Context: an optimization exercise on an open-source flow, tuned for small area and a short achievable clock period. The choices shown serve that exercise and are no tape-out recipe.
The RTL was checked by simulation tests, not by an equivalence proof against the original design.

==> flow/design.v, too long to show whole: its modules and the start of the top module <==
// module ecc80_codec: 1014 lines
module ecc80_codec (
    input  wire        clk,
    input  wire        rst,
    input  wire        enc_valid_i,
    input  wire [63:0] enc_data_i,
    output reg         enc_valid_o,
    output reg  [15:0] enc_check_o,
    input  wire        dec_valid_i,
    input  wire [79:0] dec_cw_i,
    output reg         dec_valid_o,
    output reg  [63:0] dec_data_o,
    output reg  [15:0] dec_check_o,
    output reg  [1:0]  dec_err_o
);
  // ...
==> flow/flow/run.sh <==
#!/bin/bash
# The standard layout (the standard.sh), with four changes:
#  - synthesis maps the logic with flow/abc_map.script (an area-oriented ABC
#    mapping: dch, map -a, then ABC's own buffering and sizing) in place of
#    ORFS's abc_speed.script. It runs on a copy of ORFS's scripts folder in
#    which only abc_speed.script is replaced; flip-flops are mapped before ABC
#    runs, so the registers are exactly those of the standard synthesis;
#  - synthesis runs without Yosys's extract_fa (ADDER_MAP_FILE empty), so the
#    parity and GF(2^7) logic is not cut into half-adder cells before ABC;
#  - clock tree synthesis runs without dummy loads (-dont_use_dummy_load);
#  - the buffers that buffer_ports puts on every input and output port are
#    sky130_fd_sc_hd__buf_1 instead of the cell OpenROAD picks by default.
# Each make call's whole output goes to its own log in the work folder
# (synth.log, standard.log); ORFS also keeps each step's log under orfs/logs/.
set -euo pipefail
cd "$(dirname "$0")/.."
rm -rf synth_scripts
cp -r "$FLOW_HOME/scripts" synth_scripts
cp flow/abc_map.script synth_scripts/abc_speed.script
bash standard.sh "ADDER_MAP_FILE=" "SCRIPTS_DIR=$PWD/synth_scripts" synth > synth.log 2>&1
bash standard.sh "ADDER_MAP_FILE=" "BUFFER_PORTS_ARGS=-buffer_cell sky130_fd_sc_hd__buf_1" \
    "CTS_ARGS=-sink_clustering_enable -repair_clock_nets -dont_use_dummy_load" finish > standard.log 2>&1
==> flow/flow/abc_map.script <==
strash
dch
map -a
topo
stime -c
buffer -c
upsize -c
dnsize -c
==> flow/standard.sh <==
#!/bin/bash
# synth_recipe.tcl (not shown) runs the flow's synth.tcl, then flattens the netlist and writes it again
# the make line also repeats each setting of config.mk as NAME=value (left out here)
make -C /OpenROAD-flow-scripts/flow DESIGN_CONFIG=/design/flow/config.mk WORK_HOME=/design/flow/orfs CLKGATE_MAP_FILE= SYNTH_SCRIPT=/design/flow/synth_recipe.tcl "${@:-finish}"
==> flow/config.mk <==
export PLATFORM = sky130hd
export DESIGN_NAME = ecc80_codec
export DESIGN_NICKNAME = ecc80_codec
export VERILOG_FILES = /design/flow/design.v
export SDC_FILE = /design/flow/constraint.sdc
export NUM_CORES = 4
export LEC_CHECK = 0
export CAP_MARGIN = 20
export CORE_MARGIN = 2
export CORE_UTILIZATION = 55
export PLACE_DENSITY = 0.7
export SLEW_MARGIN = 70
==> flow/constraint.sdc <==
create_clock -name core_clock -period 22.0 [get_ports {clk}]
set_input_delay 4.4000 -clock core_clock [delete_from_list [all_inputs] [get_ports {clk}]]
set_output_delay 4.4000 -clock core_clock [all_outputs]
set_load 0.01 [all_outputs]
==> results.tsv, run 1 <==
stage	metric	value	unit
global_route	gr-usage-met3	4.689	%
cells_and_area	buffers	260	
cells_and_area	nets	2188	
critical_path	cp-endpoint	pc_q1[8]$_DFF_P_	
status	status	complete, no violations	
critical_path	r2r_end	dec_data_o[31]$_DFF_P_	
place	place_area	18350	sq um
clock_tree	cts_tree	built	
sta	skew	76.16	ps
critical_path	r2r_cells	30	
route	met3WireLength	4199	um
logic_synthesis	synth_nets	1911	
die	start_util	56.12	%
logic_synthesis	yosys_most_used_dff	dfxtp_1	
clock_tree	h-tree-depth	2	
global_route	grt.met2_usage	48.81	%
clock_tree	clock-root-buffer	clkbuf_16	
route	routed-via-count	13230	
logic_synthesis	yosysMostFrequentCell	xor2_1	
critical_path	cp-startpoint	dec_cw_i[60]	
cells_and_area	layout-drive-gt1-share	9.814	%
sta	hold_slack	311.6	ps
sta	finalSetupViolCount	0	
clock_tree	post_cts_resized	0	
sta	period_needed	5963	ps
critical_path	required	22410	ps
die	die_w	178.4	um
logic_synthesis	ys_ff_latch	355	
clock_tree	clk_pin_slew	60	ps
critical_path	cp-end-kind	flop	
cells_and_area	nFillCells	2512	
critical_path	cp_slowest_cell	xnor2_1	
sta	fin_setup_tns	0	ps
critical_path	cpPeakStageDelay	440	ps
==> inputs of run 2 (changes only) <==
--- a/flow/flow/run.sh
+++ b/flow/flow/run.sh
@@ -19,4 +19,4 @@
 cp flow/abc_map.script synth_scripts/abc_speed.script
 bash standard.sh "ADDER_MAP_FILE=" "SCRIPTS_DIR=$PWD/synth_scripts" synth > synth.log 2>&1
 bash standard.sh "ADDER_MAP_FILE=" "BUFFER_PORTS_ARGS=-buffer_cell sky130_fd_sc_hd__buf_1" \
-    "CTS_ARGS=-sink_clustering_enable -repair_clock_nets -dont_use_dummy_load" finish > standard.log 2>&1
+    "CTS_ARGS=-sink_clustering_enable -repair_clock_nets -dont_use_dummy_load -sink_clustering_size 25 -sink_clustering_max_diameter 70" finish > standard.log 2>&1
==> run 2 against run 1 <==
Net effect: worst setup slack improved by 190 ps; die area is the same; register-to-register slack worse by 30 ps; critical path type unchanged; hold slack got worse by 43 ps; first-iteration DRC count fell by 3.5%.
==> results.tsv, run 2 <==
stage	metric	value	unit	change
critical_path	regToRegStartpoint	s1_q2[6]$_DFF_P_		
die	boundaryPins	248		
place	dpl.hpwl	40620	um	
logic_synthesis	syn_area	16720	sq um	
logic_synthesis	yosys_most_used_dff	dfxtp_1		
critical_path	cpLargestDelayFamily	XOR/XNOR gates		
global_route	overflow	0		
sta	relSlewSlack	66.49	%	
sta	final_max_slew_viol_count	0		
route	ant_nets	0		
clock_tree	post_cts_resized	0		unchanged
clock_tree	cts.path.max_buffers	3		
critical_path	rrSetupSlack	16340	ps	
logic_synthesis	synth_top_area_share	42.50	%	
route	drtPass1Iterations	7		
sta	fin_setup_tns	0	ps	unchanged
sta	skew	61.48	ps	-14.68 ps
clock_tree	clock-root-buffer	clkbuf_16		
clock_tree	cts_hold_buffers	0		
critical_path	path_class	in -> reg		
die	core	29800	sq um	
global_route	antenna_found_initial	2		
cells_and_area	syn2layout_area_growth	14.66	%	
logic_synthesis	synth-edff-count	0		
logic_synthesis	ys_ff_latch	355		unchanged
critical_path	r2r_cells	30		unchanged
critical_path	crit_path_max_fanout	4		
sta	finalSetupViolCount	0		unchanged
logic_synthesis	synth_area_per_cell	9.485	sq um	
global_route	track_usage	30.93	%	
cells_and_area	final_common_cell	dfxtp_1		
critical_path	required	22390	ps	-20 ps
sta	worst_pin_slew	502.6	ps	
route	via_per_inst	5.454		
flow_run	drv_cap	0		
status	status	complete, no violations		
logic_synthesis	synth_nets	1911		unchanged
route	wl_per_cell	20.83	um	
clock_tree	h-tree-depth	1		-1
critical_path	cp-start-kind	input pin		
clock_tree	clock_sinks	355		
logic_synthesis	syn-instance-count	1763		
sta	period_needed	5776	ps	-187.1 ps
critical_path	r2r_end	dec_data_o[12]$_DFF_P_		
place	dp.cells	2392		
sta	setup_slack	16220	ps	
cells_and_area	diodes	0		
critical_path	path_cells	buf_1 -> xnor2_2 -> xor2_2 -> xnor2_2 -> xor2_2 -> xor2_1		
die	start_util	56.12	%	unchanged
clock_tree	cts_setup_buffers	0		
route	drc_errors	0		
place	gp_congestion	1.016		
die	dieArea	31810	sq um	
sta	hold_violations	0		
clock_tree	cts_tree	built		
min_path	min-delay-start	r_q1[66]$_DFF_P_		
min_path	hp-class	reg -> reg		
logic_synthesis	yosysSeqAreaShare	42.50	%	
place	pre_cts_slack	15610	ps	
logic_synthesis	ys_types	54		
sta	max_freq	173.1	MHz	
critical_path	cp-end-kind	flop		
cells_and_area	most-common-layout-cells	354 x dfxtp_1, 344 x xor2_1, 279 x xnor2_1		
route	wirelength	50320	um	
place	io_buffers	247		
cells_and_area	layout-drive-gt1-share	9.279	%	-0.53 points
clock_tree	clock_latency	550	ps	
cells_and_area	final_cells	2416		
clock_tree	clk_pin_slew	90	ps	+30 ps
critical_path	cp_num_buf_inv	1		
sta	period_share	26.25	%	
global_route	grt_pass1_vias	12240		
die	die_w	178.4	um	unchanged
logic_synthesis	async_reset_ff_share	0	%	
logic_synthesis	synthTopCellsByCount	358 x xor2_1, 355 x dfxtp_1, 308 x xnor2_1		
cells_and_area	fin_area	19170	sq um	
min_path	hold_depth	0		
sta	rsz0062_at_grt	false		
clock_tree	cts_buffers	23		
logic_synthesis	yosys_warnings	1		
global_route	grt_start_max_net_pins	28		
die	fp-row-count	63		
logic_synthesis	synth_area_leaders	dfxtp_1 42%, xor2_1 19%, xnor2_1 16%		
min_path	min_to	r_q2[66]$_DFF_P_		
global_route	grt_pass1_wl	73510	um	
route	routed-via-count	13180		-0.38%
cells_and_area	nets	2176		-0.55%
critical_path	cpPeakStageDelay	350	ps	-90 ps
critical_path	cp_slowest_cell	xor2_2		
critical_path	crit_arrival	6170	ps	
logic_synthesis	yosysMostFrequentCell	xor2_1		
logic_synthesis	synth_top_cell_by_area	dfxtp_1		
place	place_area	18350	sq um	unchanged
route	drtIter0Drc	1663		
die	chipHeight	178.4	um	
[run 2: cell counts after synthesis]
No cell type changed its count.
[run 2: how the worst max path moves through the flow]
stage | startpoint | to | slack (ps) | cells past startpoint
6_report | dec_cw_i[60] | pc_q1[8]$_DFF_P_ | 16220 | 6
5_1_grt | s1_q2[6]$_DFF_P_ | dec_data_o[44]$_DFF_P_ | 15900 | 30
4_1_cts | dec_cw_i[60] | pc_q1[8]$_DFF_P_ | 16110 | 6
3_5_place_dp | dec_cw_i[60] | pc_q1[8]$_DFF_P_ | 15610 | 6
3_3_place_gp | dec_cw_i[60] | pc_q1[8]$_DFF_P_ | 15470 | 6
2_1_floorplan | dec_cw_i[61] | pc_q1[10]$_DFF_P_ | 16290 | 6
[run 2: final cells by class]
class	count	area [sq um]
flip-flops and latches	355	7108
multi-input cells	1293	9625
well taps	390	488.0
fillers	2550	10620
clock buffers	23	575.6
repair buffers	260	1011
inverters	95	366.6
[run 2: logic make-up after synthesis]
logic type	count (synthesis)	share of synthesized area (%)
compound gates	208	7.827
xor+xnor	671	35.44
buf+inv	115	2.941
flops	355	42.50
simple gates	414	11.30
[run 2: metal layers]
layer	wire (um)	part of all wire, %	global-route usage [%]	up-vias
li1	-	-	-	6169
met1	22230	44	45.01	6245
met2	22560	45	48.71	662
met4	1158	2.3	6.233	0
met5	0	0	0	-
met3	4371	8.7	4.710	101
[run 2: stage by stage]
step | hold slack [ps] | utilization (%)
floorplan | 309.6 | -
global placement | 309.7 | 60.50
detailed placement | 312.1 | 61.60
CTS | 278.3 | 63.53
global route | 269.9 | 64.35
finish | 268.2 | 64.35
==> inputs of run 3 (changes only) <==
--- a/flow/flow/run.sh
+++ b/flow/flow/run.sh
@@ -7,7 +7,8 @@
 #    runs, so the registers are exactly those of the standard synthesis;
 #  - synthesis runs without Yosys's extract_fa (ADDER_MAP_FILE empty), so the
 #    parity and GF(2^7) logic is not cut into half-adder cells before ABC;
-#  - clock tree synthesis runs without dummy loads (-dont_use_dummy_load);
+#  - clock tree synthesis runs without dummy loads (-dont_use_dummy_load),
+#    with sink clusters of at most 25 sinks and 70 um;
 #  - the buffers that buffer_ports puts on every input and output port are
 #    sky130_fd_sc_hd__buf_1 instead of the cell OpenROAD picks by default.
 # Each make call's whole output goes to its own log in the work folder
--- a/flow/config.mk
+++ b/flow/config.mk
@@ -9,4 +9,4 @@
 export CORE_MARGIN = 2
 export CORE_UTILIZATION = 55
 export PLACE_DENSITY = 0.7
-export SLEW_MARGIN = 70
+export SLEW_MARGIN = 40
==> run 3 against run 2 <==
Net effect: still clean on timing, DRC and antenna; critical path depth increased by 20; sequential cell count stayed put; first-iteration DRC count fell by 2.8%; via count down 1.4%; maximum frequency down 7.0%; hold slack got worse by 5.9 ps; area after synthesis unchanged; utilization decreased by 1.9 points; die area unchanged; critical path type is now reg -> reg; critical endpoint is now dec_data_o[31]$_DFF_P_.
==> results.tsv, run 3 <==
stage	metric	value	unit	change
logic_synthesis	synth_area_per_cell	9.485	sq um	unchanged
critical_path	rrSetupSlack	15790	ps	-550 ps
critical_path	path_class	reg -> reg		
global_route	grt_pass1_vias	12190		-0.38%
logic_synthesis	ys_ff_latch	355		unchanged
sta	final_max_slew_viol_count	0		unchanged
die	boundaryPins	248		unchanged
sta	skew	89.98	ps	+28.50 ps
sta	rsz0062_at_grt	false		
cells_and_area	syn2layout_area_growth	11.28	%	
min_path	min-delay-start	r_q1[66]$_DFF_P_		
clock_tree	cts_buffers	23		unchanged
die	dieArea	31810	sq um	unchanged
global_route	antenna_found_initial	0		-2
logic_synthesis	synth_top_family_by_area	XOR/XNOR gates		
clock_tree	cts_tree	built		
die	die_w	178.4	um	unchanged
sta	finalSetupViolCount	0		unchanged
logic_synthesis	yosysMostFrequentCell	xor2_1		
cells_and_area	multi_input_area	9129	sq um	-5.2%
critical_path	cp-start-kind	flop		
route	drc_errors	0		unchanged
route	via_per_inst	5.399		-1.0%
logic_synthesis	synthTopCellsByCount	358 x xor2_1, 355 x dfxtp_1, 308 x xnor2_1		
logic_synthesis	synth_compound_area_share	7.826	%	unchanged
sta	period_needed	6214	ps	+438.1 ps
clock_tree	post_cts_resized	0		unchanged
clock_tree	h-tree-depth	1		unchanged
logic_synthesis	ys_types	54		unchanged
sta	max_freq	160.9	MHz	-7.0%
logic_synthesis	synth_mux_area_share	0	%	unchanged
logic_synthesis	synthAdderAreaFrac	0	%	unchanged
route	drtIter0Drc	1616		-2.8%
die	start_util	56.12	%	unchanged
sta	period_share	28.25	%	+2.0 points
cells_and_area	most-common-layout-cells	358 x xor2_1, 355 x dfxtp_1, 308 x xnor2_1		
logic_synthesis	synth_top_area_share	42.50	%	unchanged
route	drtPass1Iterations	6		-1
clock_tree	cts_hold_buffers	0		unchanged
critical_path	crit_arrival	6590	ps	+420 ps
logic_synthesis	async_reset_ff_share	0	%	unchanged
cells_and_area	nets	2166		-0.46%
place	io_buffers	247		unchanged
global_route	track_usage	30.90	%	about the same
clock_tree	clk_pin_slew	90	ps	about the same
clock_tree	clock_sinks	355		unchanged
clock_tree	clock-root-buffer	clkbuf_16		
cells_and_area	diodes	0		unchanged
global_route	grt_start_max_net_pins	28		unchanged
critical_path	r2r_end	dec_data_o[31]$_DFF_P_		
logic_synthesis	syn_area	16720	sq um	unchanged
sta	fin_setup_tns	0	ps	unchanged
min_path	hold_depth	0		unchanged
critical_path	cp-end-kind	flop		
min_path	min_to	r_q2[66]$_DFF_P_		
logic_synthesis	synth_nets	1911		unchanged
logic_synthesis	synth_xor_area_share	35.44	%	unchanged
place	dpl.hpwl	40250	um	-0.91%
logic_synthesis	synth_area_leaders	dfxtp_1 42%, xor2_1 19%, xnor2_1 16%		
cells_and_area	regArea	7107	sq um	about the same
flow_run	drv_cap	0		unchanged
logic_synthesis	syn-instance-count	1763		unchanged
critical_path	r2r_cells	26		-13%
route	ant_nets	0		unchanged
route	wl_per_cell	20.72	um	-0.49%
sta	hold_violations	0		unchanged
logic_synthesis	synth-edff-count	0		unchanged
critical_path	crit_path_max_fanout	11		+7
route	wirelength	49860	um	-0.90%
logic_synthesis	synth-simple-area-share	11.30	%	unchanged
critical_path	regToRegStartpoint	s1_q2[6]$_DFF_P_		
cells_and_area	postLayoutCoreUtil	62.45	%	-1.9 points
clock_tree	clock_latency	550	ps	about the same
cells_and_area	layout-drive-gt1-share	5.159	%	-4.1 points
global_route	grt_pass1_wl	73390	um	-0.17%
sta	relSlewSlack	43.81	%	-23 points
cells_and_area	nFillCells	2649		+3.9%
die	core	29800	sq um	unchanged
logic_synthesis	yosys_warnings	1		unchanged
die	chipHeight	178.4	um	unchanged
logic_synthesis	yosys_most_used_dff	dfxtp_1		
clock_tree	cts.path.max_buffers	3		unchanged
sta	worst_pin_slew	840.8	ps	+338.2 ps
logic_synthesis	synth_top_cell_by_area	dfxtp_1		
critical_path	required	22370	ps	-20 ps
global_route	overflow	0		unchanged
min_path	hp-class	reg -> reg		
place	gp_congestion	1.016		unchanged
cells_and_area	final_common_cell	xor2_1		
route	routed-via-count	12990		-1.4%
status	status	complete, no violations		
die	fp-row-count	63		unchanged
clock_tree	cts_setup_buffers	0		unchanged
logic_synthesis	yosysSeqAreaShare	42.50	%	unchanged
run 3: cell types whose count changed in the layout (fill, tap and decap cells not counted), sizes merged:
| cell | change |
|---|---|
| buf | -9 |
| clkbuf | -1 |
run 3: layout make-up:
| type | count | share of cell area, % |
|---|---|---|
| multi-input combinational | 1293 | 49.06 |
| sequential | 355 | 38.19 |
| timing repair buffer | 250 | 5.104 |
| clock buffer | 23 | 3.093 |
| tap | 390 | 2.622 |
| inverter | 95 | 1.930 |
run 3: worst max-delay path by stage:
stage                        endpoint  cells past startpoint             start  slack (ps)
2_1_floorplan       pc_q1[10]$_DFF_P_                      6      dec_cw_i[61]       16290
3_3_place_gp         pc_q1[8]$_DFF_P_                      6      dec_cw_i[60]       15470
3_5_place_dp         pc_q1[8]$_DFF_P_                      6      dec_cw_i[60]       15540
4_1_cts        dec_data_o[31]$_DFF_P_                     26  s1_q2[6]$_DFF_P_       15960
5_1_grt        dec_data_o[31]$_DFF_P_                     26  s1_q2[6]$_DFF_P_       15420
6_report       dec_data_o[31]$_DFF_P_                     26  s1_q2[6]$_DFF_P_       15790
run 3: cells by family (layout without fill, tap and decap cells):
| kind of cell | Yosys count | after routing |
|---|---|---|
| flip-flops | 355 | 355 |
| buffers and inverters | 115 | 368 |
| AO/OA/AOI/OAI | 208 | 208 |
| AND/OR/NAND/NOR | 414 | 414 |
| XOR/XNOR | 671 | 671 |
run 3: metal layers:
layer | share of wire (%) | wire length [um] | track usage [%] | vias to the layer above
li1 | - | - | - | 6149
met1 | 44 | 22150 | 44.97 | 6047
met2 | 44 | 21930 | 48.21 | 691
met3 | 8.8 | 4405 | 4.412 | 103
met4 | 2.7 | 1369 | 7.622 | 0
met5 | 0 | 0 | 0 | -
run 3: worst max-delay path: stages (launching register included):
cell and delay, ps:
dfxtp_1 500, inv_2 120, nor2_1 150, xor2_1 180, xnor2_1 170, inv_1 80, or2_1 220, nand2_2 150
inv_2 90, nor2_1 130, inv_1 70, nand2_2 140, inv_2 100, nand2_1 60, nand2_1 260, nor2_1 410
o22ai_1 150, nand3_1 90, nand2_1 60, o2111ai_1 130, xor2_1 300, xor2_1 150, o31ai_4 580, buf_4 340
nand4_1 550, o22ai_1 720, xor2_1 150
run 3: stage by stage:
stage | worst slack, ps | instances | cell area (sq um) | hold WS [ps]
2_1_floorplan | 16290 | 1763 | 16720 | 309.6
3_3_place_gp | 15470 | 2383 | 18030 | 309.7
3_5_place_dp | 15540 | 2383 | 18030 | 312.1
4_1_cts | 15960 | 2406 | 18610 | 267.0
5_1_grt | 15420 | 2406 | 18610 | 269.6
6_report | 15790 | 2406 | 18610 | 262.3
==> inputs of run 4 (changes only) <==
--- a/flow/config.mk
+++ b/flow/config.mk
@@ -9,4 +9,4 @@
 export CORE_MARGIN = 2
 export CORE_UTILIZATION = 55
 export PLACE_DENSITY = 0.7
-export SLEW_MARGIN = 40
+export SLEW_MARGIN = 85
==> run 4 against run 3 <==
Net effect: the flow now stops in global routing (5_1_grt); area after synthesis is the same; synthesized cell count is the same.
==> results.tsv, run 4 <==
stage	metric	value	unit	change
clock_tree	h-tree-depth	1		unchanged
logic_synthesis	yosys_most_used_dff	dfxtp_1		
place	place_area	24810	sq um	+38%
die	die_w	178.4	um	unchanged
global_route	overflow	7		
die	start_util	56.12	%	unchanged
logic_synthesis	yosys_warnings	1		unchanged
logic_synthesis	syn-instance-count	1763		unchanged
die	fp-row-count	63		unchanged
logic_synthesis	synth_top_area_share	42.50	%	unchanged
logic_synthesis	synth_area_leaders	dfxtp_1 42%, xor2_1 19%, xnor2_1 16%		
logic_synthesis	yosysMostFrequentCell	xor2_1		
global_route	grt_start_max_net_pins	26		
place	io_buffers	247		unchanged
die	boundaryPins	248		unchanged
place	dp.cells	2683		+13%
clock_tree	cts.path.max_buffers	3		unchanged
die	chipHeight	178.4	um	unchanged
clock_tree	cts_setup_buffers	0		unchanged
place	pre_cts_slack	14570	ps	-968.9 ps
clock_tree	clock-root-buffer	clkbuf_16		
clock_tree	clock_sinks	355		unchanged
logic_synthesis	synth_nets	1911		unchanged
clock_tree	cts_buffers	22		-4.3%
logic_synthesis	ys_ff_latch	355		unchanged
logic_synthesis	async_reset_ff_share	0	%	unchanged
status	error	[ERROR GRT-0232] Routing congestion too high. Check the congestion heatmap in the GUI.		
clock_tree	post_cts_resized	0		unchanged
global_route	track_usage	79.13	%	
status	failing_step	global routing (5_1_grt)		
logic_synthesis	synth-edff-count	0		unchanged
logic_synthesis	synthTopCellsByCount	358 x xor2_1, 355 x dfxtp_1, 308 x xnor2_1		
place	dpl.hpwl	54230	um	+35%
status	status	stopped before the end		
logic_synthesis	synth_top_cell_by_area	dfxtp_1		
clock_tree	cts_hold_buffers	0		unchanged
logic_synthesis	synth_area_per_cell	9.485	sq um	unchanged
logic_synthesis	syn_area	16720	sq um	unchanged
logic_synthesis	ys_types	54		unchanged
logic_synthesis	yosysSeqAreaShare	42.50	%	unchanged
place	gp_congestion	1.016		unchanged
-- run 4: cell counts after synthesis --
No cell type changed its count.
-- run 4: layer usage --
metal,global-route usage (%),overflow
met4,76.36,4
met5,42.31,1
met2,92.60,2
met3,66.69,0
met1,79.94,0
-- run 4: worst max path at each step --
stage	to	slack, ps	cells after the start
2_1_floorplan	pc_q1[10]$_DFF_P_	16290	6
3_3_place_gp	pc_q1[8]$_DFF_P_	15470	6
3_5_place_dp	dec_data_o[31]$_DFF_P_	14570	41
4_1_cts	dec_data_o[31]$_DFF_P_	14440	41
-- run 4: cells by family after synthesis --
family	after synthesis	synth area share (%)
AO/OA/AOI/OAI	208	7.827
XOR/XNOR	671	35.44
buffers and inverters	115	2.941
flip-flops	355	42.50
AND/OR/NAND/NOR	414	11.30
-- run 4: through the flow --
step           util, %  hold slack (ps)
3_3_place_gp     60.50            309.7
4_1_cts          85.12            294.5
2_1_floorplan        -            309.6
3_5_place_dp     83.27            312.1
==> inputs of run 5 (changes only) <==
--- a/flow/config.mk
+++ b/flow/config.mk
@@ -9,4 +9,4 @@
 export CORE_MARGIN = 2
 export CORE_UTILIZATION = 55
 export PLACE_DENSITY = 0.7
-export SLEW_MARGIN = 85
+export SLEW_MARGIN = 70
==> run 5 against run 4 <==
Net effect: now clean on timing, DRC and antenna; area after synthesis did not move; synthesized cell count did not move.
==> results.tsv, run 5 <==
stage	metric	value	unit	change
logic_synthesis	synth_area_leaders	dfxtp_1 42%, xor2_1 19%, xnor2_1 16%		
die	fp-row-count	63		unchanged
die	die_w	178.4	um	unchanged
sta	period_share	26.25	%	
clock_tree	cts.path.max_buffers	3		unchanged
global_route	grt_start_max_net_pins	28		
cells_and_area	nets	2176		
critical_path	cp_slowest_cell	xor2_2		
place	gp_congestion	1.016		unchanged
route	ant_nets	0		
logic_synthesis	synth-edff-count	0		unchanged
cells_and_area	layout-drive-gt1-share	9.279	%	
cells_and_area	final_common_cell	dfxtp_1		
die	dieArea	31810	sq um	
route	drtPass1Iterations	7		
logic_synthesis	yosysSeqAreaShare	42.50	%	unchanged
critical_path	cp-start-kind	input pin		
global_route	grt_pass1_vias	12240		
route	drc_errors	0		
sta	finalSetupViolCount	0		
route	routed-via-count	13180		
global_route	track_usage	30.93	%	
sta	worst_pin_slew	502.6	ps	
sta	skew	61.48	ps	
clock_tree	clock_latency	550	ps	
critical_path	cp-end-kind	flop		
logic_synthesis	async_reset_ff_share	0	%	unchanged
status	status	complete, no violations		
route	drtIter0Drc	1663		
logic_synthesis	yosys_warnings	1		unchanged
flow_run	drv_cap	0		
logic_synthesis	ys_types	54		unchanged
die	core	29800	sq um	
clock_tree	h-tree-depth	1		unchanged
sta	rsz0062_at_grt	false		
logic_synthesis	yosysMostFrequentCell	xor2_1		
global_route	antenna_found_initial	2		
cells_and_area	most-common-layout-cells	354 x dfxtp_1, 344 x xor2_1, 279 x xnor2_1		
cells_and_area	nFillCells	2550		
logic_synthesis	ys_ff_latch	355		unchanged
logic_synthesis	synth_area_per_cell	9.485	sq um	unchanged
route	via_per_inst	5.454		
cells_and_area	syn2layout_area_growth	14.66	%	
critical_path	cpLargestDelayFamily	XOR/XNOR gates		
logic_synthesis	syn-instance-count	1763		unchanged
clock_tree	clock_sinks	355		unchanged
critical_path	cpPeakStageDelay	350	ps	
route	wl_per_cell	20.83	um	
die	chipHeight	178.4	um	unchanged
clock_tree	clock-root-buffer	clkbuf_16		
die	boundaryPins	248		unchanged
cells_and_area	diodes	0		
logic_synthesis	synth_top_area_share	42.50	%	unchanged
logic_synthesis	synth_nets	1911		unchanged
critical_path	crit_arrival	6170	ps	
sta	final_max_slew_viol_count	0		
critical_path	path_class	in -> reg		
logic_synthesis	synth_top_cell_by_area	dfxtp_1		
sta	relSlewSlack	66.49	%	
global_route	grt_pass1_wl	73510	um	
sta	max_freq	173.1	MHz	
clock_tree	clk_pin_slew	90	ps	
place	io_buffers	247		unchanged
critical_path	required	22390	ps	
sta	hold_violations	0		
sta	hold_slack	268.2	ps	
critical_path	cp_num_buf_inv	1		
sta	period_needed	5776	ps	
route	wirelength	50320	um	
clock_tree	cts_tree	built		
clock_tree	cts_hold_buffers	0		unchanged
clock_tree	cts_setup_buffers	0		unchanged
critical_path	path_cells	buf_1 -> xnor2_2 -> xor2_2 -> xnor2_2 -> xor2_2 -> xor2_1		
min_path	hp-class	reg -> reg		
clock_tree	cts_buffers	23		+4.5%
logic_synthesis	synthTopCellsByCount	358 x xor2_1, 355 x dfxtp_1, 308 x xnor2_1		
global_route	overflow	0		
sta	fin_setup_tns	0	ps	
logic_synthesis	yosys_most_used_dff	dfxtp_1		
critical_path	crit_path_max_fanout	4		
clock_tree	post_cts_resized	0		unchanged
die	start_util	56.12	%	unchanged
place	dpl.hpwl	40620	um	-25%
logic_synthesis	syn_area	16720	sq um	unchanged
==> run 5: cell counts after synthesis <==
Identical to the previous run, type by type.
==> run 5: path summary, 6_finish.rpt <==
kind,startpoint,to,slack [ps],depth (start not counted)
hold / removal,r_q1[66]$_DFF_P_,r_q2[66]$_DFF_P_,270,0
hold reg to reg,r_q1[66]$_DFF_P_,r_q2[66]$_DFF_P_,270,0
setup reg to reg,s1_q2[6]$_DFF_P_,dec_data_o[12]$_DFF_P_,16340,30
setup / recovery,dec_cw_i[60],pc_q1[8]$_DFF_P_,16220,6
==> run 5: area by class of cell <==
class                   count  area [sq um]  area share [%]
multi-input cells        1293          9625           50.20
flip-flops and latches    355          7108           37.07
repair buffers            260          1011           5.272
clock buffers              23         575.6           3.002
well taps                 390         488.0           2.545
inverters                  95         366.6           1.912
==> run 5: cell families after synthesis <==
logic type	synth area share, %
buf+inv	2.941
flops	42.50
simple gates	11.30
compound gates	7.827
xor+xnor	35.44
==> run 5: metal layers <==
layer	vias up	track usage (%)	part of all wire, %
met3	101	4.710	8.7
met1	6245	45.01	44
li1	6169	-	-
met4	0	6.233	2.3
met5	-	0	0
met2	662	48.71	45
==> run 5: stage by stage <==
| stage | util [%] | instance area [sq um] | std cells | worst slack (ps) |
|---|---|---|---|---|
| after floorplan | - | 16720 | 1763 | 16290 |
| after detailed placement | 61.60 | 18350 | 2392 | 15610 |
| final | 64.35 | 19170 | 2416 | 16220 |
| after CTS | 63.53 | 18930 | 2415 | 16110 |
| after global routing | 64.35 | 19170 | 2416 | 15900 |
| after global placement | 60.50 | 18030 | 2383 | 15470 |
==> inputs of run 6 (changes only) <==
--- a/flow/config.mk
+++ b/flow/config.mk
@@ -7,6 +7,6 @@
 export LEC_CHECK = 0
 export CAP_MARGIN = 20
 export CORE_MARGIN = 2
-export CORE_UTILIZATION = 55
-export PLACE_DENSITY = 0.7
+export CORE_UTILIZATION = 65
+export PLACE_DENSITY = 0.8
 export SLEW_MARGIN = 70
==> run 6 against run 5 <==
Net effect: register-to-register slack got worse by 150 ps; wire length rose by 0.81%; highest routed layer unchanged; via count rose by 2.6%; cell count fell by 2.6%; non-clock buffer count fell by 2.
==> results.tsv, run 6 <==
stage	metric	value	unit	change
status	status	complete, no violations		
sta	hold_violations	0		unchanged
clock_tree	cts_tree	built		
cells_and_area	most-common-layout-cells	355 x dfxtp_1, 348 x xor2_1, 280 x xnor2_1		
sta	max_freq	172.0	MHz	-0.63%
clock_tree	clock-root-buffer	clkbuf_16		
clock_tree	cts_hold_buffers	0		unchanged
sta	relSlewSlack	65.56	%	-0.93 points
die	die_w	164.4	um	-7.8%
global_route	grt_pass1_vias	12780		+4.4%
logic_synthesis	ys_types	54		unchanged
logic_synthesis	yosysMostFrequentCell	xor2_1		
logic_synthesis	synthTopCellsByCount	358 x xor2_1, 355 x dfxtp_1, 308 x xnor2_1		
clock_tree	clk_pin_slew	100	ps	about the same
die	dieArea	27030	sq um	-15%
sta	period_needed	5813	ps	+36.80 ps
clock_tree	cts.path.max_buffers	3		unchanged
sta	rsz0062_at_grt	false		
logic_synthesis	synth_top_area_share	42.50	%	unchanged
logic_synthesis	synth_area_leaders	dfxtp_1 42%, xor2_1 19%, xnor2_1 16%		
global_route	grt_start_max_net_pins	28		unchanged
clock_tree	clock_latency	530	ps	-20 ps
flow_run	drv_cap	0		unchanged
place	dpl.hpwl	39930	um	-1.7%
die	chipHeight	164.4	um	-7.8%
cells_and_area	nFillCells	1862		-27%
cells_and_area	nets	2172		-0.18%
logic_synthesis	ys_ff_latch	355		unchanged
route	drtIter0Drc	1943		+17%
clock_tree	clock_sinks	355		unchanged
clock_tree	cts_setup_buffers	0		unchanged
sta	fin_setup_tns	0	ps	unchanged
min_path	hp-class	reg -> reg		
route	drc_errors	0		unchanged
die	core	25250	sq um	-15%
logic_synthesis	synth_nets	1911		unchanged
sta	finalSetupViolCount	0		unchanged
cells_and_area	regArea	7107	sq um	about the same
critical_path	cp-end-kind	flop		
route	drtPass1Iterations	8		+1
die	boundaryPins	248		unchanged
clock_tree	h-tree-depth	1		unchanged
sta	hold_slack	280.4	ps	+12.24 ps
logic_synthesis	syn_area	16720	sq um	unchanged
global_route	track_usage	36.47	%	+5.5 points
sta	final_max_slew_viol_count	0		unchanged
clock_tree	cts_buffers	21		-8.7%
route	via_per_inst	5.746		+5.4%
critical_path	cp-start-kind	flop		
place	io_buffers	247		unchanged
die	start_util	66.22	%	+10 points
critical_path	crit_path_max_fanout	17		+13
cells_and_area	final_common_cell	dfxtp_1		
logic_synthesis	yosys_most_used_dff	dfxtp_1		
route	ant_nets	0		unchanged
place	gp_congestion	1.025		+0.87%
critical_path	required	22430	ps	+40 ps
die	fp-row-count	58		-7.9%
clock_tree	post_cts_resized	0		unchanged
route	wl_per_cell	21.56	um	+3.5%
logic_synthesis	syn-instance-count	1763		unchanged
sta	skew	58.67	ps	-2.807 ps
logic_synthesis	yosysSeqAreaShare	42.50	%	unchanged
cells_and_area	multi_input_area	9578	sq um	-0.49%
logic_synthesis	yosys_warnings	1		unchanged
route	wirelength	50720	um	+0.81%
global_route	antenna_found_initial	2		unchanged
logic_synthesis	async_reset_ff_share	0	%	unchanged
cells_and_area	postLayoutCoreUtil	75.19	%	+11 points
logic_synthesis	synth-edff-count	0		unchanged
logic_synthesis	synth_area_per_cell	9.485	sq um	unchanged
critical_path	crit_arrival	6240	ps	+70 ps
cells_and_area	layout-drive-gt1-share	8.704	%	-0.58 points
global_route	grt_pass1_wl	74160	um	+0.88%
cells_and_area	syn2layout_area_growth	13.55	%	
logic_synthesis	synth_top_cell_by_area	dfxtp_1		
global_route	overflow	0		unchanged
route	routed-via-count	13520		+2.6%
sta	worst_pin_slew	516.5	ps	+13.96 ps
sta	period_share	26.42	%	+0.17 points
critical_path	path_class	reg -> reg		
## run 6: path summary, 6_finish.rpt
path                                  startpoint  cells after the start  slack, ps                endpoint
worst min-delay path            r_q1[64]$_DFF_P_                      0        280        r_q2[64]$_DFF_P_
worst max register to register  s1_q2[5]$_DFF_P_                     27      16190  dec_data_o[58]$_DFF_P_
worst max-delay path            s1_q2[5]$_DFF_P_                     27      16190  dec_data_o[58]$_DFF_P_
worst min register to register  r_q1[64]$_DFF_P_                      0        280        r_q2[64]$_DFF_P_
## run 6: cell type report
| type | instances | share of cell area, % |
|---|---|---|
| flip-flops and latches | 355 | 37.43 |
| diodes | 1 | 0.01318 |
| clock buffers | 21 | 2.768 |
| repair buffers | 258 | 5.265 |
| multi-input cells | 1293 | 50.44 |
| well taps | 330 | 2.174 |
| inverters | 95 | 1.911 |
## run 6: worst max-delay path: stages (launching register included)
cell	delay (ps)
dfxtp_1	580
nand2_1	120
xor2_1	180
xnor2_1	250
inv_1	80
or2_1	220
nand2_2	160
inv_2	100
nor2_1	140
inv_1	70
nand2_2	170
inv_2	120
nand2_1	90
nand2_2	180
nor2_1	380
o22ai_1	140
nand3_1	90
nand2_1	50
o2111ai_1	140
xor2_1	290
xor2_1	150
o31ai_4	180
buf_4	380
nand4_1	330
buf_2	270
buf_2	170
o22ai_1	390
xor2_1	290
## run 6: logic make-up (layout without fill, tap and decap cells)
logic type                after synthesis  count (layout)  synth area share (%)
xor gates and xnor gates              671             671                 35.44
buffers and inverters                 115             374                 2.941
other                                   0               1                     0
and+or+nand+nor                       414             414                 11.30
AOI/OAI and AO/OA                     208             208                 7.827
DFF                                   355             355                 42.50
## run 6: routing by layer
metal	vias to the layer above	share of wire (%)	GRT usage, %
met3	146	10	5.977
li1	6169	-	-
met4	0	3.6	10.32
met1	6344	41	51.23
met5	-	0	0
met2	861	45	58.33
## run 6: metrics by stage
step / worst slack [ps] / cells / cell area (sq um)
3_5_place_dp: 15790 / 2329 / 18250
6_report: 16190 / 2353 / 18990
3_3_place_gp: 15720 / 2324 / 17960
2_1_floorplan: 16290 / 1763 / 16720
5_1_grt: 15850 / 2352 / 18990
4_1_cts: 16250 / 2350 / 18780

-- separate check: timing with driven ports --
Ports are ideal in the flow. The routed layouts listed here were re-timed in OpenROAD. Step 1 assumes that a clkbuf_16 drives the clock port and a buf_2 every other input. Step 2 also shifts input and output timing later by t, the mid clock arrival at the registers, as if the neighbouring blocks saw the same clock. Three values: ideal ports, drivers, drivers and shift; two values: the first two.
| run | t, ns | slack for setup (ns) | worst setup path at the end | slew at the worst register clock pin (ns) | worst slew at a driven data input, ns |
|---|---|---|---|---|---|
| run 1 | 0.540 | 16.037 / 16.065 / 15.524 | input to register | 0.07 / 0.07 | 0.07 |
| run 2 | 0.561 | 16.224 / 16.244 / 15.682 | input to register | 0.09 / 0.09 | 0.06 |
| run 3 | 0.563 | 15.786 / 15.786 / 15.438 | input to register | 0.10 / 0.10 | 0.07 |
| run 5 | 0.561 | 16.224 / 16.244 / 15.682 | input to register | 0.09 / 0.09 | 0.06 |
| run 6 | 0.559 | 16.187 / 16.187 / 15.669 | input to register | 0.10 / 0.10 | 0.06 |
After both steps setup and hold are still met in every run listed.
